Background: an optimization exercise with open tools, aiming at small area. Do not read the settings as production practice. The RTL was checked by simulation tests, not by an equivalence proof against the original design.

**design/flow/design.v**
```verilog
module sk7_sine_rom (
    input  wire        s,
    input  wire [7:0]  k,
    output wire [10:0] mag
);
    wire [8:0] i;
    sk7_rinc #(8) u_i (.a(k ^ {8{s}}), .ci(s), .s(i[7:0]), .co(i[8]));
    wire [5:0] a = i[7:2];
    wire [1:0] b = i[1:0];
    reg  [10:0] bs;
    reg  [5:0]  sl;
    reg  [1:0]  of;
    always @* begin
        case (a)
            6'd0: begin bs = 11'd0; sl = 6'd50; of = 2'd2; end
            6'd1: begin bs = 11'd50; sl = 6'd50; of = 2'd2; end
            6'd2: begin bs = 11'd100; sl = 6'd51; of = 2'd2; end
            6'd3: begin bs = 11'd151; sl = 6'd49; of = 2'd2; end
            6'd4: begin bs = 11'd201; sl = 6'd49; of = 2'd2; end
            6'd5: begin bs = 11'd251; sl = 6'd49; of = 2'd1; end
            6'd6: begin bs = 11'd300; sl = 6'd50; of = 2'd2; end
            6'd7: begin bs = 11'd350; sl = 6'd49; of = 2'd2; end
            6'd8: begin bs = 11'd399; sl = 6'd49; of = 2'd3; end
            6'd9: begin bs = 11'd449; sl = 6'd47; of = 2'd3; end
            6'd10: begin bs = 11'd497; sl = 6'd49; of = 2'd3; end
            6'd11: begin bs = 11'd546; sl = 6'd47; of = 2'd3; end
            6'd12: begin bs = 11'd594; sl = 6'd47; of = 2'd3; end
            6'd13: begin bs = 11'd642; sl = 6'd47; of = 2'd3; end
            6'd14: begin bs = 11'd690; sl = 6'd47; of = 2'd0; end
            6'd15: begin bs = 11'd737; sl = 6'd47; of = 2'd0; end
            6'd16: begin bs = 11'd783; sl = 6'd47; of = 2'd2; end
            6'd17: begin bs = 11'd830; sl = 6'd45; of = 2'd1; end
            6'd18: begin bs = 11'd875; sl = 6'd45; of = 2'd3; end
            6'd19: begin bs = 11'd920; sl = 6'd45; of = 2'd3; end
            6'd20: begin bs = 11'd965; sl = 6'd43; of = 2'd3; end
            6'd21: begin bs = 11'd1009; sl = 6'd43; of = 2'd3; end
            6'd22: begin bs = 11'd1052; sl = 6'd43; of = 2'd3; end
            6'd23: begin bs = 11'd1095; sl = 6'd42; of = 2'd2; end
            6'd24: begin bs = 11'd1137; sl = 6'd41; of = 2'd3; end
            6'd25: begin bs = 11'd1179; sl = 6'd39; of = 2'd3; end
            6'd26: begin bs = 11'd1219; sl = 6'd39; of = 2'd3; end
            6'd27: begin bs = 11'd1259; sl = 6'd39; of = 2'd3; end
            6'd28: begin bs = 11'd1299; sl = 6'd39; of = 2'd0; end
            6'd29: begin bs = 11'd1337; sl = 6'd37; of = 2'd3; end
            6'd30: begin bs = 11'd1375; sl = 6'd35; of = 2'd3; end
            6'd31: begin bs = 11'd1411; sl = 6'd37; of = 2'd3; end
            6'd32: begin bs = 11'd1447; sl = 6'd35; of = 2'd3; end
            6'd33: begin bs = 11'd1483; sl = 6'd33; of = 2'd2; end
            6'd34: begin bs = 11'd1517; sl = 6'd33; of = 2'd1; end
            6'd35: begin bs = 11'd1550; sl = 6'd31; of = 2'd3; end
            6'd36: begin bs = 11'd1582; sl = 6'd31; of = 2'd3; end
            6'd37: begin bs = 11'd1614; sl = 6'd31; of = 2'd0; end
            6'd38: begin bs = 11'd1644; sl = 6'd29; of = 2'd3; end
            6'd39: begin bs = 11'd1674; sl = 6'd27; of = 2'd3; end
            6'd40: begin bs = 11'd1702; sl = 6'd27; of = 2'd3; end
            6'd41: begin bs = 11'd1729; sl = 6'd27; of = 2'd2; end
            6'd42: begin bs = 11'd1756; sl = 6'd25; of = 2'd2; end
            6'd43: begin bs = 11'd1781; sl = 6'd23; of = 2'd3; end
            6'd44: begin bs = 11'd1805; sl = 6'd23; of = 2'd3; end
            6'd45: begin bs = 11'd1828; sl = 6'd23; of = 2'd2; end
            6'd46: begin bs = 11'd1850; sl = 6'd21; of = 2'd3; end
            6'd47: begin bs = 11'd1871; sl = 6'd19; of = 2'd3; end
            6'd48: begin bs = 11'd1891; sl = 6'd19; of = 2'd2; end
            6'd49: begin bs = 11'd1910; sl = 6'd17; of = 2'd2; end
            6'd50: begin bs = 11'd1927; sl = 6'd17; of = 2'd3; end
            6'd51: begin bs = 11'd1944; sl = 6'd14; of = 2'd2; end
            6'd52: begin bs = 11'd1959; sl = 6'd13; of = 2'd2; end
            6'd53: begin bs = 11'd1973; sl = 6'd13; of = 2'd1; end
            6'd54: begin bs = 11'd1986; sl = 6'd11; of = 2'd2; end
            6'd55: begin bs = 11'd1997; sl = 6'd11; of = 2'd2; end
            6'd56: begin bs = 11'd2008; sl = 6'd9; of = 2'd1; end
            6'd57: begin bs = 11'd2017; sl = 6'd7; of = 2'd3; end
            6'd58: begin bs = 11'd2025; sl = 6'd6; of = 2'd2; end
            6'd59: begin bs = 11'd2032; sl = 6'd5; of = 2'd2; end
            6'd60: begin bs = 11'd2037; sl = 6'd3; of = 2'd3; end
            6'd61: begin bs = 11'd2041; sl = 6'd3; of = 2'd3; end
            6'd62: begin bs = 11'd2045; sl = 6'd1; of = 2'd2; end
            6'd63: begin bs = 11'd2046; sl = 6'd1; of = 2'd3; end
            default: begin bs = 11'd0; sl = 6'd0; of = 2'd0; end
        endcase
    end
    wire [7:0] p1, p2;
    sk7_radd #(8) u_p1 (.a({6'd0, of}), .b({8{b[0]}} & {2'd0, sl}), .ci(1'b0), .s(p1), .co());
    sk7_radd #(8) u_p2 (.a(p1), .b({8{b[1]}} & {1'd0, sl, 1'b0}), .ci(1'b0), .s(p2), .co());
    wire [10:0] v;
    sk7_radd #(11) u_v (.a(bs), .b({5'd0, p2[7:2]}), .ci(1'b0), .s(v), .co());
    assign mag = i[8] ? 11'd2047 : v;
endmodule
module sk7_mstep (
    input  wire               clk,
    input  wire               rst,         
    input  wire               tick,        
    input  wire signed [31:0] x,           
    input  wire        [15:0] speed,       
    input  wire               vneg,        
    input  wire               at_rest,     
    input  wire               dir,         
    input  wire        [9:0]  e_off,       
    input  wire signed [15:0] lead,        
    input  wire        [2:0]  band_max,    
    input  wire        [11:0] amp,         
    input  wire        [15:0] vbus,        
    output wire               out_valid,
    output wire        [9:0]  addr,        
    output wire        [2:0]  band,        
    output reg  signed [11:0] ent_a,       
    output wire signed [11:0] ent_b,       
    output reg  signed [16:0] volt_a,      
    output wire signed [16:0] volt_b       
);
    reg  [9:0] e_prev;
    reg        have_prev;
    reg  [2:0] band_q;
    reg        adir_q;       
    localparam [1:0] PH_IDLE = 2'd0, PH_C = 2'd1, PH_A = 2'd2, PH_B = 2'd3;
    reg  [1:0] ph;
    reg  [3:0] k;
    reg  [23:0] R;           
    reg  [23:0] W;           
    reg  [11:0] A;           
    reg  [16:0] qacc;        
    wire [9:0] xx  = x[9:0] ^ {10{dir}};
    wire [9:0] cs_s = e_off ^ xx ^ lead[9:0];
    wire [9:0] cs_c = (e_off & xx) | (e_off & lead[9:0]) | (xx & lead[9:0]);
    wire [9:0] e_exact;
    sk7_radd #(10) u_eadd (.a(cs_s), .b({cs_c[8:0], dir}), .ci(1'b0), .s(e_exact), .co());
    wire [1:0] wq = e_exact[9:8] - {1'b0, ~e_exact[7]};
    wire [1:0] uq = e_prev[9:8]  - {1'b0, ~e_prev[7]};
    wire [1:0] dq = wq - uq;
    wire       w0 = e_exact[7] & ~|e_exact[6:0];
    wire       u0 = e_prev[7]  & ~|e_prev[6:0];
    wire crossing = have_prev & ((dq == 2'd0) ? w0 :
                                 (dq == 2'd3) ? ~(u0 & ~w0) : 1'b1);
    wire s_e1, s_e2, s_e3, s_e4, s_r1, s_r2, s_r3, s_r4;
    sk7_gek #(16, 16'd600)  u_e1 (.a(speed), .ge(s_e1));
    sk7_gek #(16, 16'd1500) u_e2 (.a(speed), .ge(s_e2));
    sk7_gek #(16, 16'd3000) u_e3 (.a(speed), .ge(s_e3));
    sk7_gek #(16, 16'd5000) u_e4 (.a(speed), .ge(s_e4));
    sk7_gek #(16, 16'd540)  u_r1 (.a(speed), .ge(s_r1));
    sk7_gek #(16, 16'd1350) u_r2 (.a(speed), .ge(s_r2));
    sk7_gek #(16, 16'd2700) u_r3 (.a(speed), .ge(s_r3));
    sk7_gek #(16, 16'd4500) u_r4 (.a(speed), .ge(s_r4));
    wire [3:0] s_et = {s_e4, s_e3, s_e2, s_e1};
    wire [3:0] s_rt = {s_r4, s_r3, s_r2, s_r1};
    wire [3:0] m_t  = {band_max[2], band_max[2] | (band_max[1] & band_max[0]),
                       |band_max[2:1], |band_max};
    wire [3:0] b_t  = {band_q[2], band_q[2] | (band_q[1] & band_q[0]),
                       |band_q[2:1], |band_q};
    wire [3:0] up_t   = s_et & m_t;                   
    wire       up_gt  = |(up_t & ~b_t);               
    wire [3:0] want_t = up_gt ? up_t : (s_rt & b_t & m_t);
    wire [3:0] new_t  = at_rest ? 4'd0 : crossing ? want_t : b_t;
    wire [2:0] band_new = {new_t[3], new_t[1] & ~new_t[3],
                           (new_t[0] & ~new_t[1]) | (new_t[2] & ~new_t[3])};
    wire       b4 = band_q[2];
    reg  [9:0] gmask;
    always @* begin
        case (band_q[1:0])
            2'd0:    gmask = 10'd0;
            2'd1:    gmask = 10'd3;
            2'd2:    gmask = 10'd15;
            default: gmask = 10'd63;
        endcase
        if (b4) gmask = 10'd255;
    end
    wire [9:0] qe = b4 ? {e_prev[9:8] - {1'b0, ~e_prev[7]}, ~e_prev[7], e_prev[6:0]} : e_prev;
    wire [10:0] qc;
    wire [9:0]  qr;
    assign qc[0] = 1'b0;
    genvar gi;
    generate
        for (gi = 0; gi < 10; gi = gi + 1) begin : g_q
            assign qr[gi]   = gmask[gi] ? 1'b0 : (qe[gi] ^ qc[gi]);
            assign qc[gi+1] = adir_q & (gmask[gi] ? (qc[gi] | qe[gi]) : (qc[gi] & qe[gi]));
        end
    endgenerate
    wire [9:0] qaddr = {qr[9:8], qr[7] | b4, qr[6:0]};
    assign addr = qaddr;
    assign band = band_q;
    wire ph_c    = (ph == PH_C);
    wire ph_a    = (ph == PH_A);
    wire ph_b    = (ph == PH_B);
    wire k0      = (k == 4'd0);
    wire c_last  = ph_c & k0;                   
    wire a_last  = ph_a & k0;
    wire b_first = ph_b & k[3] & k[1];          
    wire fin     = (ph_a | ph_b) & k0;          
    assign out_valid = ph_b & k0;
    wire        tq_s   = qaddr[8] ^ ph_b;
    wire        tq_neg = qaddr[9] ^ (ph_b & qaddr[8]);
    wire [10:0] mag;
    sk7_sine_rom rom (.s(tq_s), .k(qaddr[7:0]), .mag(mag));
    wire [11:0] nlow;
    assign nlow[0] = 1'b0;
    generate
        for (gi = 0; gi < 11; gi = gi + 1) begin : g_n
            assign nlow[gi+1] = nlow[gi] | mag[gi];
        end
    endgenerate
    wire [11:0] ent = {1'b0, mag} ^ ({12{tq_neg}} & nlow);
    assign ent_b = ent;
    wire [3:0] bidx = {k[3] | ph_c, k[2], k[1] | ph_c, k[0]};
    wire       ebit = mag[bidx];
    wire        b  = ph_c ? A[11] : ebit;
    wire [23:0] bw = {24{b}} & W;
    wire [24:0] T;
    assign T[0] = bw[0];
    sk7_radd #(24) u_tadd (.a(R), .b({1'b0, bw[23:1]}), .ci(1'b0), .s(T[24:1]), .co());
    wire [1:0]  qd = T[24:23];
    reg  [14:0] fk;                       
    always @* begin
        case (qd)
            2'd0:    fk = 15'd0;
            2'd1:    fk = 15'd6143;
            2'd2:    fk = 15'd12286;
            default: fk = 15'd18429;
        endcase
    end
    wire [23:0] Rn;
    wire        fco;
    sk7_radd #(15) u_fold (.a(T[14:0]), .b(fk), .ci(1'b0), .s(Rn[14:0]), .co(fco));
    sk7_rinc #(9)  u_finc (.a({1'b0, T[22:15]}), .ci(fco), .s(Rn[23:15]), .co());
    wire rge;
    sk7_gek #(24, 24'd4191233) u_rnd (.a(Rn), .ge(rge));
    wire rnd = fin & rge;
    wire [4:0]  a_hi;
    sk7_rinc #(5) u_ainc (.a(A[4:0]), .ci(qd[1]), .s(a_hi), .co());
    wire [11:0] A_next = ph_c ? {A[10:5], a_hi, qd[0]} : A;
    wire [5:0]  cq     = A_next[5:0];
    wire [5:0] dg;
    wire       dgc;
    sk7_radd #(6) u_dg (.a({6{ebit}} & cq), .b({4'd0, qd & {2{~ph_c}}}), .ci(rnd), .s(dg), .co(dgc));
    wire        clrq = ph_c | b_first;
    wire [16:0] qbase = {17{~clrq}} & {qacc[15:0], 1'b0};
    wire [16:0] qacc_n;
    sk7_radd #(17) u_qacc (.a(qbase), .b({{10{tq_neg}}, {dgc, dg} ^ {7{tq_neg}}}), .ci(tq_neg), .s(qacc_n), .co());
    assign volt_b = qacc_n;
    wire r_keep = ~(a_last | (c_last & ~ebit));
    always @(posedge clk) begin
        if (tick) begin
            R <= {8'd0, {16{amp[11]}} & vbus};
            W <= {8'd0, vbus};
            A <= {amp[10:0], 1'b0};
        end else begin
            R <= {24{r_keep}} & Rn;
            if (c_last)
                W <= Rn;
            A <= A_next;
        end
        qacc <= qacc_n;
        if (a_last) begin
            volt_a <= qacc_n;
            ent_a  <= ent;
        end
    end
    always @(posedge clk) begin
        if (rst) begin
            ph        <= PH_IDLE;
            have_prev <= 1'b0;
            band_q    <= 3'd0;
        end else begin
            if (tick) begin
                ph <= PH_C;
                k  <= 4'd10;
            end else if (ph != PH_IDLE) begin
                if (k0) begin
                    ph <= ph_c ? PH_A : ph_a ? PH_B : PH_IDLE;
                    k  <= ph_c ? 4'd9 : 4'd10;
                end else begin
                    k  <= k - 4'd1;
                end
            end
            if (tick) begin
                have_prev <= 1'b1;
                band_q    <= band_new;
            end
        end
    end
    always @(posedge clk) begin
        if (tick) begin
            e_prev <= e_exact;
            adir_q <= vneg ^ dir;
        end
    end
endmodule
module sk7_radd #(parameter N = 8) (
    input  wire [N-1:0] a,
    input  wire [N-1:0] b,
    input  wire         ci,
    output wire [N-1:0] s,
    output wire         co
);
    wire [N:0] c;
    assign c[0] = ci;
    genvar i;
    generate
        for (i = 0; i < N; i = i + 1) begin : g_bit
            assign s[i]   = a[i] ^ b[i] ^ c[i];
            assign c[i+1] = (a[i] & b[i]) | (c[i] & (a[i] ^ b[i]));
        end
    endgenerate
    assign co = c[N];
endmodule
module sk7_rinc #(parameter N = 8) (
    input  wire [N-1:0] a,
    input  wire         ci,
    output wire [N-1:0] s,
    output wire         co
);
    wire [N:0] c;
    assign c[0] = ci;
    genvar i;
    generate
        for (i = 0; i < N; i = i + 1) begin : g_bit
            assign s[i]   = a[i] ^ c[i];
            assign c[i+1] = a[i] & c[i];
        end
    endgenerate
    assign co = c[N];
endmodule
module sk7_gek #(parameter N = 8, parameter [N-1:0] K = 0) (
    input  wire [N-1:0] a,
    output wire         ge
);
    wire [N:0] g;
    assign g[0] = 1'b1;
    genvar i;
    generate
        for (i = 0; i < N; i = i + 1) begin : g_bit
            if (K[i])
                assign g[i+1] = a[i] & g[i];
            else
                assign g[i+1] = a[i] | g[i];
        end
    endgenerate
    assign ge = g[N];
endmodule
```
**design/flow/flow/run.sh**
```bash
#!/bin/bash
# Layout flow: the standard flow, with two changes.
#  1. After the standard synthesis, its combinational logic is mapped again by
#     a stronger ABC script (flow/remap.tcl); registers are left untouched.
#  2. Ports are buffered with the smallest buffer; CTS uses clkbuf_8 and adds
#     no dummy loads.
# Each tool's output goes to a log file of its own in this folder.
set -euo pipefail
W=$PWD
RES=$W/orfs/results/sky130hd/sk7_mstep/base
LOGS=$W/orfs/logs/sky130hd/sk7_mstep/base

bash standard.sh synth > std_synth.log 2>&1

cp $RES/1_2_yosys.v std_synth_netlist.v.log
# the don't-use cells as the standard synthesis passed them to ABC
DU=$(grep -o -- "-dont_use [^ ]*" $LOGS/1_2_yosys.log | awk '{print $2}' | sort -u | tr '\n' ' ')
export REMAP_LIB=$FLOW_HOME/platforms/sky130hd/lib/sky130_fd_sc_hd__tt_025C_1v80.lib
export REMAP_IN=$W/std_synth_netlist.v.log
export REMAP_OUT=$RES/1_2_yosys.v
export REMAP_TOP=$FLOW_TOP
export REMAP_DONT_USE="$DU"
export REMAP_ABC=$W/flow/remap.abc
export REMAP_STAT_IN=$W/remap_stat_in.log
export REMAP_STAT_OUT=$W/remap_stat_out.log
yosys -c flow/remap.tcl > remap.log 2>&1

export BUFFER_PORTS_ARGS="-buffer_cell sky130_fd_sc_hd__buf_1"
export CTS_ARGS="-sink_clustering_enable -repair_clock_nets -dont_use_dummy_load -buf_list sky130_fd_sc_hd__clkbuf_8"
bash standard.sh > std_layout.log 2>&1
```
**design/flow/flow/remap.abc**
```
strash
&get -n
&fraig -x
&put
scorr
dc2
strash
&get -n
&deepsyn -T 120
&put
&get -n
&dch -f
&nf -R 1000
&put
mfs2
strash
&get -n
&dch -f
&nf -R 1000
&put
```
**design/flow/flow/remap.tcl**
```tcl
# Re-map the combinational logic of the standard synthesis netlist with a
# stronger ABC script. Flip-flops, full/half adders and tie cells are kept as
# they are (same instances, names and cell types); everything else is read as
# its liberty function and mapped again. Then the standard synthesis's last
# steps are repeated: tie cells, split nets, buffered pass-throughs.
yosys -import
set lib $::env(REMAP_LIB)
read_liberty -ignore_miss_func $lib
blackbox sky130_fd_sc_hd__*df* sky130_fd_sc_hd__*dl* sky130_fd_sc_hd__fa_* sky130_fd_sc_hd__ha_* sky130_fd_sc_hd__conb_*
read_verilog $::env(REMAP_IN)
hierarchy -top $::env(REMAP_TOP)
tee -o $::env(REMAP_STAT_IN) stat -liberty $lib
flatten
opt -purge
set dont_use {}
foreach c $::env(REMAP_DONT_USE) { lappend dont_use -dont_use $c }
abc -script $::env(REMAP_ABC) -liberty $lib {*}$dont_use
opt_clean -purge
hilomap -singleton -hicell sky130_fd_sc_hd__conb_1 HI -locell sky130_fd_sc_hd__conb_1 LO
splitnets
opt_clean -purge
insbuf -buf sky130_fd_sc_hd__buf_4 A X
opt_clean -purge
tee -o $::env(REMAP_STAT_OUT) stat -liberty $lib
write_verilog -noattr -nohex -nodec $::env(REMAP_OUT)
```
**design/flow/standard.sh**
```bash
#!/bin/bash
# synth_recipe.tcl (not shown) runs the flow's synth.tcl, then flattens the netlist and writes it again
# the make line also repeats each setting of config.mk as NAME=value (left out here)
make -C /OpenROAD-flow-scripts/flow DESIGN_CONFIG=/design/flow/config.mk WORK_HOME=/design/flow/orfs CLKGATE_MAP_FILE= SYNTH_SCRIPT=/design/flow/synth_recipe.tcl "${@:-finish}"
```
**design/flow/config.mk**
```make
export PLATFORM = sky130hd
export DESIGN_NAME = sk7_mstep
export DESIGN_NICKNAME = sk7_mstep
export VERILOG_FILES = /design/flow/design.v
export SDC_FILE = /design/flow/constraint.sdc
export NUM_CORES = 4
export LEC_CHECK = 0
export ABC_AREA = 1
export CAP_MARGIN = 20
export CORE_MARGIN = 2
export CORE_UTILIZATION = 40
export SLEW_MARGIN = 20
export SYNTH_MEMORY_MAX_BITS = 32768
```
**design/flow/constraint.sdc**
```tcl
create_clock -name core_clock -period 60.0 [get_ports {clk}]
set_input_delay 12.0000 -clock core_clock [delete_from_list [all_inputs] [get_ports {clk}]]
set_output_delay 12.0000 -clock core_clock [all_outputs]
set_load 0.01 [all_outputs]
```
==> summary.txt, run 1 <==
Global route
  • Most crowded layer after global routing: met2
  • Largest net degree at the start of global routing: 56
  • First-pass GRT wire length: 35.7 mm
  • Total gr overflow: 0
  • Met3 usage: 0.0349
  • Vias in the first global route: 7,015
  • Initial antenna violation count: 1
  • Tot GR Track Use: 0.186
  • GR Util met1: 0.256
  • Met2 Usage GRT: 0.294

Layout
  • Fin area: 0.0106 mm^2
  • Area delta synth->final: 13.6%
  • Nets: approximately 1.4k
  • Share of layout cells above drive strength 1: 0.0257
  • Fill cell count: 2,252

Die
  • CORE AREA: roughly 0.023 mm^2
  • Initial Utilization: 0.409
  • Die ar.: 0.0246 mm^2
  • Die Y: roughly 160 um
  • Die Width: ~160 um
  • Rows: 55
  • # IOs: 183

Drt
  • DRT antenna net count: 0
  • Avg WL per Cell: 15.1 um
  • Drt pass-1 iters: 5
  • Vias: ~7.3k
  • DRC viols: 0
  • WL final: 21.8 mm
  • Vias per inst: 5.03
  • Iteration-0 DRC Markers: 503

Placed design
  • DP Area: 0.0104 mm^2
  • Port buffer count: approximately 150
  • RePlAce Congestion: 0.989
  • Hpwl dp: 16.8 mm

Synth
  • Post-Synthesis Cells: around 950
  • Synth Net Count: around 1.2k
  • Syn Area/Cell: 9.81 um^2
  • Mapped Area: 0.00933 mm^2
  • Synth warn: 2

CTS
  • Clk slew on worst S/H paths: 0.05 ns
  • Total clock sinks: between 100 and 150
  • CTS tree: yes
  • CTS Buf Count: 17
  • Post-CTS setup buffers: 0
  • Number of gates resized after cts: 0
  • Post-CTS Hold Buffers: 0
  • Max Buffers Root-to-Sink: 2
  • Later-pin clock latency in the skew report: 0.45 ns
  • CTS root buf: clkbuf_8
  • H-tree Lvls: 4

Timing
  • Slew margin rel.: 0.416
  • Minimum clock period: between 50 and 60 ns
  • Slew Viols, Final: 0
  • Hold Violations, Final: 0
  • Period utilisation layout: 0.841
  • Final setup violation count: 0
  • Final setup TNS: 0 ns
  • Fmax: 0.0198 GHz
  • RSZ-0062 raised after global routing: no
  • Max Clock Skew: roughly 0.028 ns
  • Worst Tran Pin Value: 0.875 ns

Worst setup path
  • Reg-to-reg startpoint: band_q[2]
  • CP max-delay cell: ha_1
  • CP peak stage delay: 0.86 ns
  • Worst Setup SP: band_q[2]
  • CP max FO: 27
  • Critical path class: reg -> out
  • Critical Path AT: 38.48 ns
  • Setup crit end kind: output pin
  • Most common cell type on the critical path: fa_1
  • Crit start category: register
  • Critical path required time: around 48 ns

Worst hold path
  • Hold/Removal Path Class: reg -> reg
  • HP Start: have_prev

Flow run
  • Number of max-cap violations: 0

Outcome
  • Status: no timing/DRC/antenna violations
-- through the flow --
stage	hold WS [ns]	std cells	setup slack, ns	utilization
floorplan	0.427	951	12.46	-
global placement	0.440	1424	10.24	0.454
detailed placement	0.451	1424	10.20	0.454
CTS	0.471	1441	9.49	0.465
global route	0.487	1441	7.27	0.465
finish	0.467	1442	9.52	0.465
-- area by class of cell --
type                    instances  area, um^2  share of cell area
inverters                     134         503              0.0475
flip-flops and latches        126        3180               0.301
repair buffers                163         651              0.0614
diodes                          1        2.50            0.000236
multi-input cells             688        5620               0.531
clock buffers                  17         234              0.0221
well taps                     313         392              0.0370
-- path summary, 6_finish.rpt --
path | slack, ns | end | depth (start not counted)
setup / recovery | 9.52 | volt_b[16] | 146
hold / removal | 0.47 | have_prev | 2
setup reg to reg | 21.93 | volt_a[16] | 145
hold reg to reg | 0.47 | have_prev | 2
-- cells in the final DEF (no fill, tap or decap), types with 3 or more instances in the layout --
cell       count
a32oi_1        3
a21o_1         5
a2111oi_0      3
dfxtp_1       60
o22ai_1       11
edfxtp_1      66
a311oi_1       3
o21ai_0       42
a22oi_1        5
buf_1        152
nor2b_1       25
clkbuf_8      17
o21bai_1       3
xnor2_1       36
a221oi_1       3
xor2_1        16
o211ai_1       6
mux2_1         6
nand3_1       10
a211oi_1       6
or2_0          4
o32ai_1        5
a22o_1        20
clkinv_1     134
nand4_1        5
or3_1          3
nor2_1        85
o31ai_1        7
a21oi_1       43
nand2b_1       9
nor4_1         6
nand2_1       94
fa_1          82
ha_1          71
and3_1         3
nor3_1        19
a31oi_1        7
and2_0        24
buf_4         10
-- flip-flops by register name, summed over array words and instances (netlist names) --
register and cells:
W 24, R 24, volt_a 17, ent_a 12, have_prev 1, A 12
k 4, ph 2, band_q 3, adir_q 1, qacc 16, e_prev 10
-- critical path: cells and delay by family, from the launching register on --
| family | cells | cell delay [ns] |
|---|---|---|
| compound gates | 20 | 3.12 |
| xor+xnor | 5 | 1.13 |
| fa+ha+maj | 87 | 28.68 |
| buf+inv | 20 | 1.83 |
| flops | 1 | 0.48 |
| simple gates | 14 | 2.71 |
-- layer usage --
layer  vias up  routed length (um)
li1       3585                   -
met2       234                9970
met5         -                   0
met3        31                1150
met4         0                 373
met1      3401               10300
==> run 2: changes to the inputs <==
--- a/design/flow/flow/run.sh
+++ b/design/flow/flow/run.sh
@@ -3,5 +3,5 @@
 #  1. After the standard synthesis, its combinational logic is mapped again by
 #     a stronger ABC script (flow/remap.tcl); registers are left untouched.
-#  2. Ports are buffered with the smallest buffer; CTS uses clkbuf_8 and adds
+#  2. Ports are buffered with the smallest buffer; CTS uses clkbuf_4 in clusters of 8 and adds
 #     no dummy loads.
 # Each tool's output goes to a log file of its own in this folder.
@@ -27,4 +27,4 @@
 
 export BUFFER_PORTS_ARGS="-buffer_cell sky130_fd_sc_hd__buf_1"
-export CTS_ARGS="-sink_clustering_enable -repair_clock_nets -dont_use_dummy_load -buf_list sky130_fd_sc_hd__clkbuf_8"
+export CTS_ARGS="-sink_clustering_enable -sink_clustering_size 8 -repair_clock_nets -dont_use_dummy_load -buf_list sky130_fd_sc_hd__clkbuf_4"
 bash standard.sh > std_layout.log 2>&1
==> summary.txt, run 2 <==
Outcome
  • Status: no timing/DRC/antenna violations (unchanged)

Die
  • Die Width: 157 um (unchanged)
  • Rows: 55 (unchanged)
  • CORE AREA: 0.0228 mm^2 (unchanged)
  • Initial Utilization: 0.409 (unchanged)
  • Die ar.: 0.0246 mm^2 (unchanged)
  • # IOs: 183 (unchanged)
  • Die Y: 157 um (unchanged)

CTS
  • Later-pin clock latency in the skew report: 0.53 ns (was 0.45 ns)
  • Max Buffers Root-to-Sink: 2 (unchanged)
  • Total clock sinks: 126 (unchanged)
  • Post-CTS setup buffers: 0 (unchanged)
  • Clk slew on worst S/H paths: 0.08 ns (was 0.05 ns)
  • CTS Buf Count: 17 (unchanged)
  • Number of gates resized after cts: 0 (unchanged)
  • CTS tree: yes (unchanged)
  • CTS root buf: clkbuf_4 (was clkbuf_8)
  • Post-CTS Hold Buffers: 0 (unchanged)
  • H-tree Lvls: 4 (unchanged)

Timing
  • Fmax: 0.0198 GHz (about the same)
  • Final setup TNS: 0 ns (unchanged)
  • Final setup violation count: 0 (unchanged)
  • Worst hold slack: 0.472 ns (was 0.467 ns)
  • Worst Tran Pin Value: 0.864 ns (was 0.875 ns)
  • Hold Violations, Final: 0 (unchanged)
  • Slew Viols, Final: 0 (unchanged)
  • RSZ-0062 raised after global routing: no (unchanged)
  • Period utilisation layout: 0.842 (was 0.841)
  • Slew margin rel.: 0.424 (was 0.416)
  • Minimum clock period: 50.50 ns (was 50.48 ns)
  • Max Clock Skew: 0.0410 ns (was 0.0281 ns)

Placed design
  • RePlAce Congestion: 0.989 (unchanged)
  • DP Area: 0.0104 mm^2 (unchanged)
  • Port buffer count: 153 (unchanged)
  • Dpl cells: 1,424 (unchanged)
  • Hpwl dp: 16.8 mm (unchanged)

Global route
  • Initial antenna violation count: 2 (was 1)
  • First-pass GRT wire length: 35.5 mm (was 35.7 mm)
  • Vias in the first global route: 7,007 (was 7,015)
  • Tot GR Track Use: 0.185 (was 0.186)
  • Largest net degree at the start of global routing: 56 (unchanged)
  • Total gr overflow: 0 (unchanged)

Layout
  • Biggest regs: R (24), W (24), volt_a (17) (unchanged)
  • Nets: 1,394 (unchanged)
  • Area delta synth->final: 12.4% (was 13.6%)
  • Finished Core Util: 0.460 (was 0.465)
  • Share of layout cells above drive strength 1: 0.0257 (unchanged)
  • Most frequent cells in the layout: buf_1 (152), clkinv_1 (134), nand2_1 (94) (unchanged)
  • Most common cell after layout, fill and taps aside: buf_1 (unchanged)
  • Fin area: 0.0105 mm^2 (was 0.0106 mm^2)
  • Final std cells w/o fill: 1,443 (was 1,442)

Worst setup path
  • Most common cell type on the critical path: fa_1 (unchanged)
  • Critical path required time: 48.00 ns (about the same)
  • CP max-delay cell: ha_1 (unchanged)
  • Setup crit end kind: output pin (unchanged)
  • CP bufs+invs: 20 (unchanged)
  • Crit start category: register (unchanged)
  • CP max FO: 27 (unchanged)
  • CP peak stage delay: 0.85 ns (was 0.86 ns)
  • Critical path class: reg -> out (unchanged)
  • Delay-heaviest family, CP: adder cells (unchanged)
  • Critical Path AT: 38.50 ns (was 38.48 ns)

Synth
  • Mapped Area: 0.00933 mm^2 (unchanged)
  • Post-Synthesis Cells: 951 (unchanged)
  • Synth Net Count: 1,215 (unchanged)
  • Synth warn: 2 (unchanged)
  • Syn Area/Cell: 9.81 um^2 (unchanged)

Drt
  • Avg WL per Cell: 15.0 um (was 15.1 um)
  • DRC viols: 0 (unchanged)
  • Iteration-0 DRC Markers: 615 (was 503)
  • Vias: 7,265 (was 7,251)
  • WL final: 21.6 mm (was 21.8 mm)
  • Drt pass-1 iters: 5 (unchanged)
  • DRT antenna net count: 0 (unchanged)
  • Vias per inst: 5.03 (about the same)

Worst hold path
  • Hold/Removal Path Class: reg -> reg (unchanged)

Flow run
  • Number of max-cap violations: 0 (unchanged)
-- run 2: tightest hold or removal path: cells and delay by family (launching register included) --
family / cells / cell delay [ns]
flip-flops: 1 / 0.34
buffers and inverters: 1 / 0.05
AO/OA/AOI/OAI: 1 / 0.05
-- run 2: layout make-up --
class                      count  area, um^2
inverter                     134         503
antenna                        2        5.00
timing repair buffer         163         651
multi-input combinational    688        5620
clock buffer                  17         128
fill                        2261       12300
tap                          313         392
sequential                   126        3180
-- run 2: path summary, 6_finish.rpt --
kind / startpoint / cells past startpoint / end / slack [ns]
max reg2reg: band_q[2] / 145 / volt_a[16] / 21.99
max: band_q[2] / 146 / volt_b[16] / 9.50
min reg2reg: A[0] / 2 / A[0] / 0.47
min: A[0] / 2 / A[0] / 0.47
-- run 2: through the flow --
step           setup WS, ns
2_1_floorplan         12.46
3_3_place_gp          10.24
3_5_place_dp          10.20
4_1_cts                9.40
5_1_grt                7.16
6_report               9.50
-- run 2: per-layer routing --
layer	vias up	part of all wire	wire length [um]	GRT usage
li1	3594	-	-	-
met1	3394	0.47	10200	0.256
met2	250	0.45	9830	0.293
met3	27	0.055	1190	0.0382
met4	0	0.017	369	0.0533
met5	-	0	0	0
==> run 3: changes to the inputs <==
--- a/design/flow/flow/run.sh
+++ b/design/flow/flow/run.sh
@@ -3,5 +3,5 @@
 #  1. After the standard synthesis, its combinational logic is mapped again by
 #     a stronger ABC script (flow/remap.tcl); registers are left untouched.
-#  2. Ports are buffered with the smallest buffer; CTS uses clkbuf_4 in clusters of 8 and adds
+#  2. Ports are buffered with the smallest buffer; CTS uses clkbuf_4 in clusters of 6 and adds
 #     no dummy loads.
 # Each tool's output goes to a log file of its own in this folder.
@@ -27,4 +27,4 @@
 
 export BUFFER_PORTS_ARGS="-buffer_cell sky130_fd_sc_hd__buf_1"
-export CTS_ARGS="-sink_clustering_enable -sink_clustering_size 8 -repair_clock_nets -dont_use_dummy_load -buf_list sky130_fd_sc_hd__clkbuf_4"
+export CTS_ARGS="-sink_clustering_enable -sink_clustering_size 6 -repair_clock_nets -dont_use_dummy_load -buf_list sky130_fd_sc_hd__clkbuf_4"
 bash standard.sh > std_layout.log 2>&1
--- a/design/flow/flow/remap.tcl
+++ b/design/flow/flow/remap.tcl
@@ -1,5 +1,6 @@
 # Re-map the combinational logic of the standard synthesis netlist with a
 # stronger ABC script. Flip-flops, full/half adders and tie cells are kept as
-# they are (same instances, names and cell types); everything else is read as
+# they are (same instances, names and cell types); everything else, half adders
+# included, is read as
 # its liberty function and mapped again. Then the standard synthesis's last
 # steps are repeated: tie cells, split nets, buffered pass-throughs.
@@ -7,5 +8,5 @@
 set lib $::env(REMAP_LIB)
 read_liberty -ignore_miss_func $lib
-blackbox sky130_fd_sc_hd__*df* sky130_fd_sc_hd__*dl* sky130_fd_sc_hd__fa_* sky130_fd_sc_hd__ha_* sky130_fd_sc_hd__conb_*
+blackbox sky130_fd_sc_hd__*df* sky130_fd_sc_hd__*dl* sky130_fd_sc_hd__fa_* sky130_fd_sc_hd__conb_*
 read_verilog $::env(REMAP_IN)
 hierarchy -top $::env(REMAP_TOP)
==> summary.txt, run 3 <==
Die
  • # IOs: 183 (unchanged)
  • Rows: 54 (was 55)
  • Die Y: 152 um (was 157 um)
  • Die ar.: 0.0231 mm^2 (was 0.0246 mm^2)
  • CORE AREA: 0.0217 mm^2 (was 0.0228 mm^2)
  • Die Width: 152 um (was 157 um)
  • Initial Utilization: 0.405 (was 0.409)

CTS
  • CTS root buf: clkbuf_4 (unchanged)
  • CTS Buf Count: 17 (unchanged)
  • H-tree Lvls: 4 (unchanged)
  • Clk slew on worst S/H paths: 0.10 ns (was 0.08 ns)
  • Total clock sinks: 126 (unchanged)
  • Max Buffers Root-to-Sink: 2 (unchanged)
  • Post-CTS Hold Buffers: 0 (unchanged)
  • CTS tree: yes (unchanged)
  • Post-CTS setup buffers: 0 (unchanged)
  • Number of gates resized after cts: 0 (unchanged)
  • Later-pin clock latency in the skew report: 0.53 ns (about the same)

Drt
  • WL final: 21.8 mm (was 21.6 mm)
  • Iteration-0 DRC Markers: 631 (was 615)
  • Vias per inst: 5.12 (was 5.03)
  • Vias: 7,311 (was 7,265)
  • Avg WL per Cell: 15.3 um (was 15.0 um)
  • DRT antenna net count: 0 (unchanged)
  • DRC viols: 0 (unchanged)
  • Drt pass-1 iters: 5 (unchanged)

Timing
  • Fmax: 0.0203 GHz (was 0.0198 GHz)
  • Slew Viols, Final: 0 (unchanged)
  • Minimum clock period: 49.21 ns (was 50.50 ns)
  • Hold Violations, Final: 0 (unchanged)
  • Max Clock Skew: 0.0394 ns (was 0.0410 ns)
  • Final setup TNS: 0 ns (unchanged)
  • Final setup violation count: 0 (unchanged)
  • Period utilisation layout: 0.820 (was 0.842)
  • Worst Tran Pin Value: 1.02 ns (was 0.864 ns)
  • RSZ-0062 raised after global routing: no (unchanged)
  • Slew margin rel.: 0.323 (was 0.424)

Layout
  • Nets: 1,342 (was 1,394)
  • Most common cell after layout, fill and taps aside: buf_1 (unchanged)
  • Share of layout cells above drive strength 1: 0.0279 (was 0.0257)
  • Most frequent cells in the layout: buf_1 (152), nand2_1 (146), clkinv_1 (107), nor2_1 (107), o21ai_0 (85) (was buf_1 (152), clkinv_1 (134), nand2_1 (94))
  • Area delta synth->final: 13.0% (was 12.4%)
  • Biggest regs: R (24), W (24), volt_a (17) (unchanged)

Worst setup path
  • CP max-delay cell: xnor2_1 (was ha_1)
  • Critical path class: reg -> out (unchanged)
  • CP peak stage delay: 0.71 ns (was 0.85 ns)
  • Critical Path AT: 37.21 ns (was 38.50 ns)
  • Crit start category: register (unchanged)
  • Most common cell type on the critical path: fa_1 (unchanged)
  • CP max FO: 26 (was 27)
  • Setup crit end kind: output pin (unchanged)
  • Critical path required time: 48.00 ns (about the same)

Placed design
  • RePlAce Congestion: 0.940 (was 0.989)
  • Hpwl dp: 16.8 mm (about the same)
  • Port buffer count: 153 (unchanged)

Global route
  • Initial antenna violation count: 1 (was 2)
  • Tot GR Track Use: 0.197 (was 0.185)
  • Met2 Usage GRT: 0.329 (was 0.293)
  • Most crowded layer after global routing: met2 (unchanged)
  • GR Util met1: 0.259 (was 0.256)
  • Vias in the first global route: 7,183 (was 7,007)
  • First-pass GRT wire length: 36.9 mm (was 35.5 mm)
  • Total gr overflow: 0 (unchanged)
  • Largest net degree at the start of global routing: 74 (was 56)
  • Met3 usage: 0.0382 (about the same)

Synth
  • Synth warn: 2 (unchanged)
  • Post-Synthesis Cells: 969 (was 951)
  • Syn Area/Cell: 9.06 um^2 (was 9.81 um^2)
  • Mapped Area: 0.00877 mm^2 (was 0.00933 mm^2)
  • Synth Net Count: 1,162 (was 1,215)

Flow run
  • Number of max-cap violations: 0 (unchanged)

Outcome
  • Status: no timing/DRC/antenna violations (unchanged)

Worst hold path
  • Hold/Removal Path Class: reg -> reg (unchanged)
-- run 3: path summary, 6_finish.rpt --
check | from | to | slack (ns) | cells after the start
worst min register to register | W[22] | W[22] | 0.46 | 2
worst min-delay path | W[22] | W[22] | 0.46 | 2
worst max register to register | band_q[2] | volt_a[16] | 23.26 | 127
worst max-delay path | band_q[2] | volt_b[16] | 10.79 | 128
-- run 3: area by class of cell --
class	count	area, um^2
Antenna cell	1	2.50
Clock buffer	17	128
Fill cell	2155	11800
Inverter	107	402
Multi-Input combinational cell	732	5180
Sequential cell	126	3180
Tap cell	280	350
Timing Repair Buffer	165	666
-- run 3: stage by stage --
stage,utilization,cells,worst slack [ns],cell area [um^2],hold WS (ns)
2_1_floorplan,-,969,14.50,8770,0.418
3_3_place_gp,0.451,1410,11.58,9780,0.431
3_5_place_dp,0.451,1410,11.38,9780,0.437
4_1_cts,0.457,1427,10.72,9900,0.457
5_1_grt,0.457,1428,8.31,9910,0.486
6_report,0.457,1428,10.79,9910,0.457
-- run 3: critical path: cells and delay by family, from the launching register on --
family                     cells  cell delay [ns]
buffers and inverters         17             2.19
DFF                            1             0.48
and+or+nand+nor               29             7.12
adders and majority gates     61            22.38
xor gates and xnor gates       6             1.73
AOI/OAI and AO/OA             15             2.67
-- run 3: routing by layer --
layer  vias to the layer above  wire, um
met2                       189     10600
met1                      3466      9680
met3                        30      1080
met5                         -         0
li1                       3626         -
met4                         0       437
==> run 4: changes to the inputs <==
--- a/design/flow/flow/run.sh
+++ b/design/flow/flow/run.sh
@@ -1,6 +1,8 @@
 #!/bin/bash
 # Layout flow: the standard flow, with two changes.
-#  1. After the standard synthesis, its combinational logic is mapped again by
-#     a stronger ABC script (flow/remap.tcl); registers are left untouched.
+#  1. After the standard synthesis, full adders among inverters are flipped to
+#     the inverted polarity (flow/faflip.py) and the combinational logic is
+#     mapped again by a stronger ABC script (flow/remap.tcl); registers are
+#     left untouched.
 #  2. Ports are buffered with the smallest buffer; CTS uses clkbuf_4 in clusters of 6 and adds
 #     no dummy loads.
@@ -17,5 +19,6 @@
 DU=$(grep -o -- "-dont_use [^ ]*" $LOGS/1_2_yosys.log | awk '{print $2}' | sort -u | tr '\n' ' ')
 export REMAP_LIB=$FLOW_HOME/platforms/sky130hd/lib/sky130_fd_sc_hd__tt_025C_1v80.lib
-export REMAP_IN=$W/std_synth_netlist.v.log
+python3 flow/faflip.py std_synth_netlist.v.log faflip_netlist.v.log > faflip.log 2>&1
+export REMAP_IN=$W/faflip_netlist.v.log
 export REMAP_OUT=$RES/1_2_yosys.v
 export REMAP_TOP=$FLOW_TOP
==> design/flow/flow/faflip.py (new file) <==
#!/usr/bin/env python3
"""Flip the polarity of full-adder cells that sit among inverters.

A full adder is self-dual: FA(~a, ~b, ~c) = (~sum, ~cout). A cell with at least
2 of its 5 terminals on inverters (inputs driven by one, outputs feeding only
inverters) is rewired to the inverted signals: a NOT on each input and output.
The ABC re-map that follows merges those NOTs into the surrounding logic. The
function of the netlist is unchanged.
usage: faflip.py in.v out.v
"""
import re, sys

src = open(sys.argv[1]).read()
cell_re = re.compile(r'(sky130_fd_sc_hd__\w+)\s+(\S+)\s*\((.*?)\);', re.S)
pin_re = re.compile(r'\.(\w+)\(([^()]*)\)')
OUTP = ('Y', 'X', 'Q', 'Q_N', 'SUM', 'COUT', 'HI', 'LO')
cells, drv, loads = [], {}, {}
for m in cell_re.finditer(src):
    pins = {p: n.strip() for p, n in pin_re.findall(m.group(3))}
    cells.append((m, m.group(1), pins))
    for p, n in pins.items():
        if p in OUTP:
            drv[n] = m.group(1)
        else:
            loads.setdefault(n, []).append(m.group(1))
isinv = lambda t: t is not None and ('__inv_' in t or '__clkinv_' in t)

out, extra, last, k = [], [], 0, 0
for m, typ, pins in cells:
    if not typ.startswith('sky130_fd_sc_hd__fa_'):
        continue
    s = sum(isinv(drv.get(pins[p])) for p in ('A', 'B', 'CIN'))
    s += sum(1 for p in ('SUM', 'COUT') if loads.get(pins[p]) and all(isinv(t) for t in loads[pins[p]]))
    if s < 2:
        continue
    body = m.group(3)
    for p in ('A', 'B', 'CIN', 'SUM', 'COUT'):
        w = f'faflip_{k}_{p}'
        extra.append(f'  wire {w};')
        if p in ('SUM', 'COUT'):
            extra.append(f'  assign {pins[p]} = ~{w} ;')
        else:
            extra.append(f'  assign {w} = ~{pins[p]} ;')
        body = re.sub(r'\.' + p + r'\([^()]*\)', f'.{p}({w})', body)
    out.append(src[last:m.start(3)])
    out.append(body)
    last = m.end(3)
    k += 1
out.append(src[last:])
res = ''.join(out)
i = res.rindex('endmodule')
open(sys.argv[2], 'w').write(res[:i] + '\n'.join(extra) + '\n' + res[i:])
print(f'flipped {k} full adders')
--- a/design/flow/flow/remap.tcl
+++ b/design/flow/flow/remap.tcl
@@ -1,8 +1,8 @@
 # Re-map the combinational logic of the standard synthesis netlist with a
-# stronger ABC script. Flip-flops, full/half adders and tie cells are kept as
-# they are (same instances, names and cell types); everything else, half adders
-# included, is read as
-# its liberty function and mapped again. Then the standard synthesis's last
-# steps are repeated: tie cells, split nets, buffered pass-throughs.
+# stronger ABC script. Flip-flops, full adders and tie cells are kept as they
+# are (same instances, names and cell types); every other cell, half adders
+# included, is read as its liberty function and mapped again. Then the
+# standard synthesis's last steps are repeated: tie cells, split nets,
+# buffered pass-throughs.
 yosys -import
 set lib $::env(REMAP_LIB)
==> summary.txt, run 4 <==
Outcome
  • Stop err: [ERROR STA-0171] /design/flow/orfs/results/sky130hd/sk7_mstep/base/1_2_yosys.v line 4886, syntax error
  • Stage reached: 1_synth
  • Status: stopped before the end (was no timing/DRC/antenna violations)

Synth
  • Synth warn: 2 (unchanged)
==> run 5: changes to the inputs <==
--- a/design/flow/design.v
+++ b/design/flow/design.v
@@ -104,5 +104,5 @@
     output wire        [9:0]  addr,        
     output wire        [2:0]  band,        
-    output reg  signed [11:0] ent_a,       
+    output wire signed [11:0] ent_a,       
     output wire signed [11:0] ent_b,       
     output reg  signed [16:0] volt_a,      
@@ -119,4 +119,5 @@
     reg  [23:0] W;           
     reg  [11:0] A;           
+    reg  [5:0]  ent_a_lo;    
     reg  [16:0] qacc;        
     wire [9:0] xx  = x[9:0] ^ {10{dir}};
@@ -226,5 +227,5 @@
     wire [4:0]  a_hi;
     sk7_rinc #(5) u_ainc (.a(A[4:0]), .ci(qd[1]), .s(a_hi), .co());
-    wire [11:0] A_next = ph_c ? {A[10:5], a_hi, qd[0]} : A;
+    wire [11:0] A_next = ph_c ? {A[10:5], a_hi, qd[0]} : {a_last ? ent[11:6] : A[11:6], A[5:0]};
     wire [5:0]  cq     = A_next[5:0];
     wire [5:0] dg;
@@ -236,4 +237,5 @@
     sk7_radd #(17) u_qacc (.a(qbase), .b({{10{tq_neg}}, {dgc, dg} ^ {7{tq_neg}}}), .ci(tq_neg), .s(qacc_n), .co());
     assign volt_b = qacc_n;
+    assign ent_a  = {A[11:6], ent_a_lo};
     wire r_keep = ~(a_last | (c_last & ~ebit));
     always @(posedge clk) begin
@@ -251,5 +253,5 @@
         if (a_last) begin
             volt_a <= qacc_n;
-            ent_a  <= ent;
+            ent_a_lo <= ent[5:0];
         end
     end
--- a/design/flow/flow/remap.tcl
+++ b/design/flow/flow/remap.tcl
@@ -13,4 +13,5 @@
 tee -o $::env(REMAP_STAT_IN) stat -liberty $lib
 flatten
+simplemap
 opt -purge
 set dont_use {}
==> summary.txt, run 5 <==
Outcome
  • Status: no timing/DRC/antenna violations (was stopped before the end)

Global route
  • Vias in the first global route: approximately 7.5k
  • First-pass GRT wire length: 36.6 mm
  • Total gr overflow: 0
  • Tot GR Track Use: 0.202
  • Largest net degree at the start of global routing: 76
  • Initial antenna violation count: 1

Worst setup path
  • Most common cell type on the critical path: fa_1
  • CP max FO: 26
  • Setup crit end kind: output pin
  • Critical path class: reg -> out
  • CP peak stage delay: about 0.76 ns
  • Crit start category: register
  • Critical Path AT: about 34 ns
  • Critical path required time: ~48 ns
  • CP max-delay cell: xnor2_1
  • Worst R2R Setup Slack: approximately 26 ns

CTS
  • Clk slew on worst S/H paths: 0.11 ns
  • Number of gates resized after cts: 0
  • H-tree Lvls: 4
  • Max Buffers Root-to-Sink: 2
  • Post-CTS Hold Buffers: 0
  • Later-pin clock latency in the skew report: 0.52 ns
  • Post-CTS setup buffers: 0
  • CTS tree: yes
  • Total clock sinks: 120
  • CTS root buf: clkbuf_4
  • CTS Buf Count: 17

Layout
  • Most frequent cells in the layout: buf_1 (152), nand2_1 (146), nor2_1 (118)
  • Biggest regs: R (24), W (24), volt_a (17)
  • Area delta synth->final: 12.4%
  • Finished Core Util: 0.461
  • Nets: 1,335
  • Final std cells w/o fill: 1,416
  • Most common cell after layout, fill and taps aside: buf_1
  • Share of layout cells above drive strength 1: 0.0263

Drt
  • DRT antenna net count: 0
  • Iteration-0 DRC Markers: 549
  • Vias: 7,394
  • WL final: ~22 mm
  • Drt pass-1 iters: 6
  • DRC viols: 0
  • Avg WL per Cell: 15.5 um
  • Vias per inst: ~5.2

Die
  • # IOs: 183
  • CORE AREA: between 0.02 and 0.025 mm^2
  • Die ar.: approximately 0.023 mm^2
  • Die Y: 151 um
  • Initial Utilization: 0.410
  • Die Width: between 150 and 200 um
  • Rows: 53

Placed design
  • RePlAce Congestion: 0.919
  • Hpwl dp: roughly 17 mm
  • Setup WS pre-CTS: around 14 ns
  • Dpl cells: 1,398
  • Port buffer count: 153

Synth
  • Synth warn: 2 (unchanged)
  • Synth Net Count: 1,163
  • Post-Synthesis Cells: 970
  • Syn Area/Cell: 8.94 um^2
  • Mapped Area: 0.00867 mm^2

Timing
  • Final setup TNS: 0 ns
  • RSZ-0062 raised after global routing: no
  • Worst Tran Pin Value: 0.971 ns
  • Fmax: 0.0217 GHz
  • Minimum clock period: 46.14 ns
  • Hold Violations, Final: 0
  • Period utilisation layout: 0.769
  • Slew Viols, Final: 0
  • Final setup violation count: 0
  • Final setup margin: 13.86 ns
  • Max Clock Skew: 0.0431 ns
  • Slew margin rel.: 0.350

Flow run
  • Number of max-cap violations: 0

Worst hold path
  • Hold/Removal Path Class: reg -> reg
-- run 5: critical path: cells and delay by family, from the launching register on --
kind                       cells  cell delay (ns)
and+or+nand+nor               22             5.13
xor gates and xnor gates       9             2.44
DFF                            1             0.42
adders and majority gates     61            20.71
buffers and inverters         20             1.81
AOI/OAI and AO/OA             17             3.04
-- run 5: path summary, 6_finish.rpt --
path,start,to,cells past startpoint
max reg2reg,band_q[2],volt_a[16],128
min reg2reg,W[21],W[21],2
min,W[21],W[21],2
max,band_q[2],volt_b[16],129
-- run 5: cell type report --
cell class / instances / area [um^2]
Inverter: 75 / 282
Multi-Input combinational cell: 765 / 5330
Sequential cell: 120 / 3000
Tap cell: 275 / 344
Timing Repair Buffer: 163 / 651
Fill cell: 2115 / 11400
Antenna cell: 1 / 2.50
Clock buffer: 17 / 128
-- run 5: stage by stage --
stage	instance area [um^2]	hold WS (ns)
final	9740	0.455
after CTS	9740	0.460
after floorplan	8670	0.418
after global routing	9740	0.493
after detailed placement	9610	0.439
after global placement	9610	0.434
-- run 5: metal layers --
layer | GRT usage | wire [um]
met2 | 0.325 | 9840
met3 | 0.0446 | 1490
met1 | 0.273 | 10100
met4 | 0.0636 | 492
met5 | 0 | 0
==> run 6: changes to the inputs <==
--- a/design/flow/design.v
+++ b/design/flow/design.v
@@ -109,5 +109,5 @@
     output wire signed [16:0] volt_b       
 );
-    reg  [9:0] e_prev;
+    reg  [9:0] w_prev;       
     reg        have_prev;
     reg  [2:0] band_q;
@@ -126,9 +126,8 @@
     wire [9:0] e_exact;
     sk7_radd #(10) u_eadd (.a(cs_s), .b({cs_c[8:0], dir}), .ci(1'b0), .s(e_exact), .co());
-    wire [1:0] wq = e_exact[9:8] - {1'b0, ~e_exact[7]};
-    wire [1:0] uq = e_prev[9:8]  - {1'b0, ~e_prev[7]};
-    wire [1:0] dq = wq - uq;
-    wire       w0 = e_exact[7] & ~|e_exact[6:0];
-    wire       u0 = e_prev[7]  & ~|e_prev[6:0];
+    wire [9:0] w_exact = {e_exact[9:8] - {1'b0, ~e_exact[7]}, ~e_exact[7], e_exact[6:0]};
+    wire [1:0] dq = w_exact[9:8] - w_prev[9:8];
+    wire       w0 = ~|w_exact[7:0];
+    wire       u0 = ~|w_prev[7:0];
     wire crossing = have_prev & ((dq == 2'd0) ? w0 :
                                  (dq == 2'd3) ? ~(u0 & ~w0) : 1'b1);
@@ -154,16 +153,5 @@
     wire [2:0] band_new = {new_t[3], new_t[1] & ~new_t[3],
                            (new_t[0] & ~new_t[1]) | (new_t[2] & ~new_t[3])};
-    wire       b4 = band_q[2];
-    reg  [9:0] gmask;
-    always @* begin
-        case (band_q[1:0])
-            2'd0:    gmask = 10'd0;
-            2'd1:    gmask = 10'd3;
-            2'd2:    gmask = 10'd15;
-            default: gmask = 10'd63;
-        endcase
-        if (b4) gmask = 10'd255;
-    end
-    wire [9:0] qe = b4 ? {e_prev[9:8] - {1'b0, ~e_prev[7]}, ~e_prev[7], e_prev[6:0]} : e_prev;
+    wire [9:0] gmask = {2'b00, {2{b_t[3]}}, {2{b_t[2]}}, {2{b_t[1]}}, {2{b_t[0]}}};
     wire [10:0] qc;
     wire [9:0]  qr;
@@ -172,9 +160,9 @@
     generate
         for (gi = 0; gi < 10; gi = gi + 1) begin : g_q
-            assign qr[gi]   = gmask[gi] ? 1'b0 : (qe[gi] ^ qc[gi]);
-            assign qc[gi+1] = adir_q & (gmask[gi] ? (qc[gi] | qe[gi]) : (qc[gi] & qe[gi]));
+            assign qr[gi]   = gmask[gi] ? 1'b0 : (w_prev[gi] ^ qc[gi]);
+            assign qc[gi+1] = adir_q & (gmask[gi] ? (qc[gi] | w_prev[gi]) : (qc[gi] & w_prev[gi]));
         end
     endgenerate
-    wire [9:0] qaddr = {qr[9:8], qr[7] | b4, qr[6:0]};
+    wire [9:0] qaddr = {qr[9:8] + {1'b0, qr[7]}, ~qr[7], qr[6:0]};
     assign addr = qaddr;
     assign band = band_q;
@@ -281,5 +269,5 @@
     always @(posedge clk) begin
         if (tick) begin
-            e_prev <= e_exact;
+            w_prev <= w_exact;
             adir_q <= vneg ^ dir;
         end
==> summary.txt, run 6 <==
Drt
  • Drt pass-1 iters: 5 (was 6)
  • WL final: 21.8 mm (was 22.0 mm)
  • Iteration-0 DRC Markers: 386 (was 549)
  • DRC viols: 0 (unchanged)
  • Vias: 7,319 (was 7,394)
  • Vias per inst: 5.18 (was 5.22)
  • DRT antenna net count: 0 (unchanged)
  • Avg WL per Cell: 15.4 um (was 15.5 um)

Worst setup path
  • Crit start category: register (unchanged)
  • Worst R2R Setup Slack: 26.89 ns (was 26.36 ns)
  • CP max-delay cell: nor2_1 (was xnor2_1)
  • CP peak stage delay: 0.69 ns (was 0.76 ns)
  • Most common cell type on the critical path: fa_1 (unchanged)
  • Critical path required time: 48.00 ns (about the same)
  • Setup crit end kind: output pin (unchanged)
  • CP max FO: 26 (unchanged)
  • Critical path class: reg -> out (unchanged)
  • Critical Path AT: 33.60 ns (was 34.14 ns)

Global route
  • Total gr overflow: 0 (unchanged)
  • Tot GR Track Use: 0.202 (about the same)
  • Vias in the first global route: 7,230 (was 7,479)
  • Initial antenna violation count: 1 (unchanged)
  • First-pass GRT wire length: 35.7 mm (was 36.6 mm)
  • Largest net degree at the start of global routing: 64 (was 76)

Layout
  • Share of layout cells above drive strength 1: 0.0308 (was 0.0263)
  • Fill cell count: 2,111 (was 2,115)
  • Sequential cell area: 0.00300 mm^2 (unchanged)
  • Multi-input combinational cell area: 0.00523 mm^2 (was 0.00533 mm^2)
  • Most frequent cells in the layout: nand2_1 (159), buf_1 (152), nor2_1 (118) (was buf_1 (152), nand2_1 (146), nor2_1 (118))
  • Biggest regs: R (24), W (24), volt_a (17) (unchanged)
  • Area delta synth->final: 12.7% (was 12.4%)
  • Fin area: 0.00967 mm^2 (was 0.00974 mm^2)
  • Finished Core Util: 0.460 (was 0.461)
  • Nets: 1,331 (was 1,335)
  • Most common cell after layout, fill and taps aside: nand2_1 (was buf_1)

CTS
  • Post-CTS Hold Buffers: 0 (unchanged)
  • Clk slew on worst S/H paths: 0.09 ns (was 0.11 ns)
  • Later-pin clock latency in the skew report: 0.53 ns (was 0.52 ns)
  • Post-CTS setup buffers: 0 (unchanged)
  • Max Buffers Root-to-Sink: 2 (unchanged)
  • CTS tree: yes (unchanged)
  • H-tree Lvls: 4 (unchanged)
  • Total clock sinks: 120 (unchanged)
  • CTS root buf: clkbuf_4 (unchanged)
  • CTS Buf Count: 17 (unchanged)
  • Number of gates resized after cts: 0 (unchanged)

Die
  • CORE AREA: 0.0210 mm^2 (was 0.0212 mm^2)
  • # IOs: 183 (unchanged)
  • Die ar.: 0.0226 mm^2 (was 0.0229 mm^2)
  • Initial Utilization: 0.408 (was 0.410)
  • Die Y: 150 um (was 151 um)
  • Rows: 53 (unchanged)
  • Die Width: 150 um (was 151 um)

Timing
  • Hold Violations, Final: 0 (unchanged)
  • Period utilisation layout: 0.760 (was 0.769)
  • RSZ-0062 raised after global routing: no (unchanged)
  • Minimum clock period: 45.60 ns (was 46.14 ns)
  • Final setup violation count: 0 (unchanged)
  • Slew margin rel.: 0.271 (was 0.350)
  • Max Clock Skew: 0.0375 ns (was 0.0431 ns)
  • Final setup TNS: 0 ns (unchanged)
  • Slew Viols, Final: 0 (unchanged)
  • Final setup margin: 14.40 ns (was 13.86 ns)
  • Fmax: 0.0219 GHz (was 0.0217 GHz)
  • Worst Tran Pin Value: 1.09 ns (was 0.971 ns)
  • Worst hold slack: 0.446 ns (was 0.455 ns)

Placed design
  • DP Area: 0.00954 mm^2 (was 0.00961 mm^2)
  • Hpwl dp: 17.1 mm (was 17.2 mm)
  • RePlAce Congestion: 0.938 (was 0.919)
  • Port buffer count: 153 (unchanged)
  • Setup WS pre-CTS: 14.93 ns (was 14.48 ns)

Synth
  • Synth warn: 2 (unchanged)
  • Post-Synthesis Cells: 962 (was 970)
  • Synth Net Count: 1,154 (was 1,163)
  • Mapped Area: 0.00858 mm^2 (was 0.00867 mm^2)
  • Syn Area/Cell: 8.92 um^2 (was 8.94 um^2)

Outcome
  • Status: no timing/DRC/antenna violations (unchanged)

Worst hold path
  • Hold/Removal Path Class: reg -> reg (unchanged)

Flow run
  • Number of max-cap violations: 0 (unchanged)
## run 6: final timing paths
check | startpoint | end | cells past startpoint
worst min-delay path | W[23] | W[23] | 2
worst max register to register | band_q[2] | volt_a[16] | 127
worst max-delay path | band_q[2] | volt_b[16] | 128
worst min register to register | W[23] | W[23] | 2
## run 6: critical path: cells and delay by family (launching register included)
| family | cells | cell delay (ns) |
|---|---|---|
| AND/OR/NAND/NOR | 22 | 4.55 |
| XOR/XNOR | 7 | 1.97 |
| AO/OA/AOI/OAI | 18 | 2.74 |
| flip-flops | 1 | 0.41 |
| buffers and inverters | 19 | 1.94 |
| adder cells (fa/ha/maj) | 62 | 21.47 |
## run 6: per-stage QoR
step	cells
2_1_floorplan	962
3_3_place_gp	1395
3_5_place_dp	1395
4_1_cts	1412
5_1_grt	1413
6_report	1413
## run 6: layout make-up
cell class	instances	share of cell area
clock buffers	17	0.0132
well taps	275	0.0356
inverters	75	0.0291
diodes	1	0.000259
repair buffers	168	0.0711
multi-input cells	757	0.540
flip-flops and latches	120	0.310
## run 6: routing by layer
metal | GRT usage | part of all wire | vias up | wire length, um
met5 | 0 | 0 | - | 0
met4 | 0.0684 | 0.025 | 0 | 546
met3 | 0.0470 | 0.062 | 38 | 1350
met2 | 0.340 | 0.47 | 236 | 10300
met1 | 0.255 | 0.44 | 3416 | 9560
li1 | - | - | 3629 | -

## static timing again, ports no longer ideal
The results above use ideal ports. As a check the final layouts listed here were re-extracted and re-timed, cells and wires unchanged.
Step 1 sets driving cells, clkbuf_16 on the clock port and buf_2 on the other inputs (assumed; they add their load-dependent delay and slew).
Step 2 moves the port delays by t, midway between the first and last clock arrival at a register: inputs arrive t later, outputs are due t later. That takes back most of the time a late clock gives input paths.
a / b / c = no drivers / after step 1 / after step 2; a / b = the first two.
run	t, ns	setup slack, ns	clock arrival spread, ns	slew at the worst register clock pin (ns)	pins driven straight from the clock port
run 1	0.481	9.522 / 9.479 / 9.959	0.028 / 0.029	0.08 / 0.08	1
run 2	0.553	9.501 / 9.460 / 10.014	0.041 / 0.041	0.13 / 0.13	1
run 3	0.551	10.792 / 10.752 / 11.303	0.040 / 0.040	0.12 / 0.12	1
run 5	0.534	13.859 / 13.821 / 14.355	0.043 / 0.043	0.11 / 0.11	1
run 6	0.551	14.397 / 14.357 / 14.908	0.037 / 0.037	0.11 / 0.11	1
After both steps every run listed still meets setup and hold.
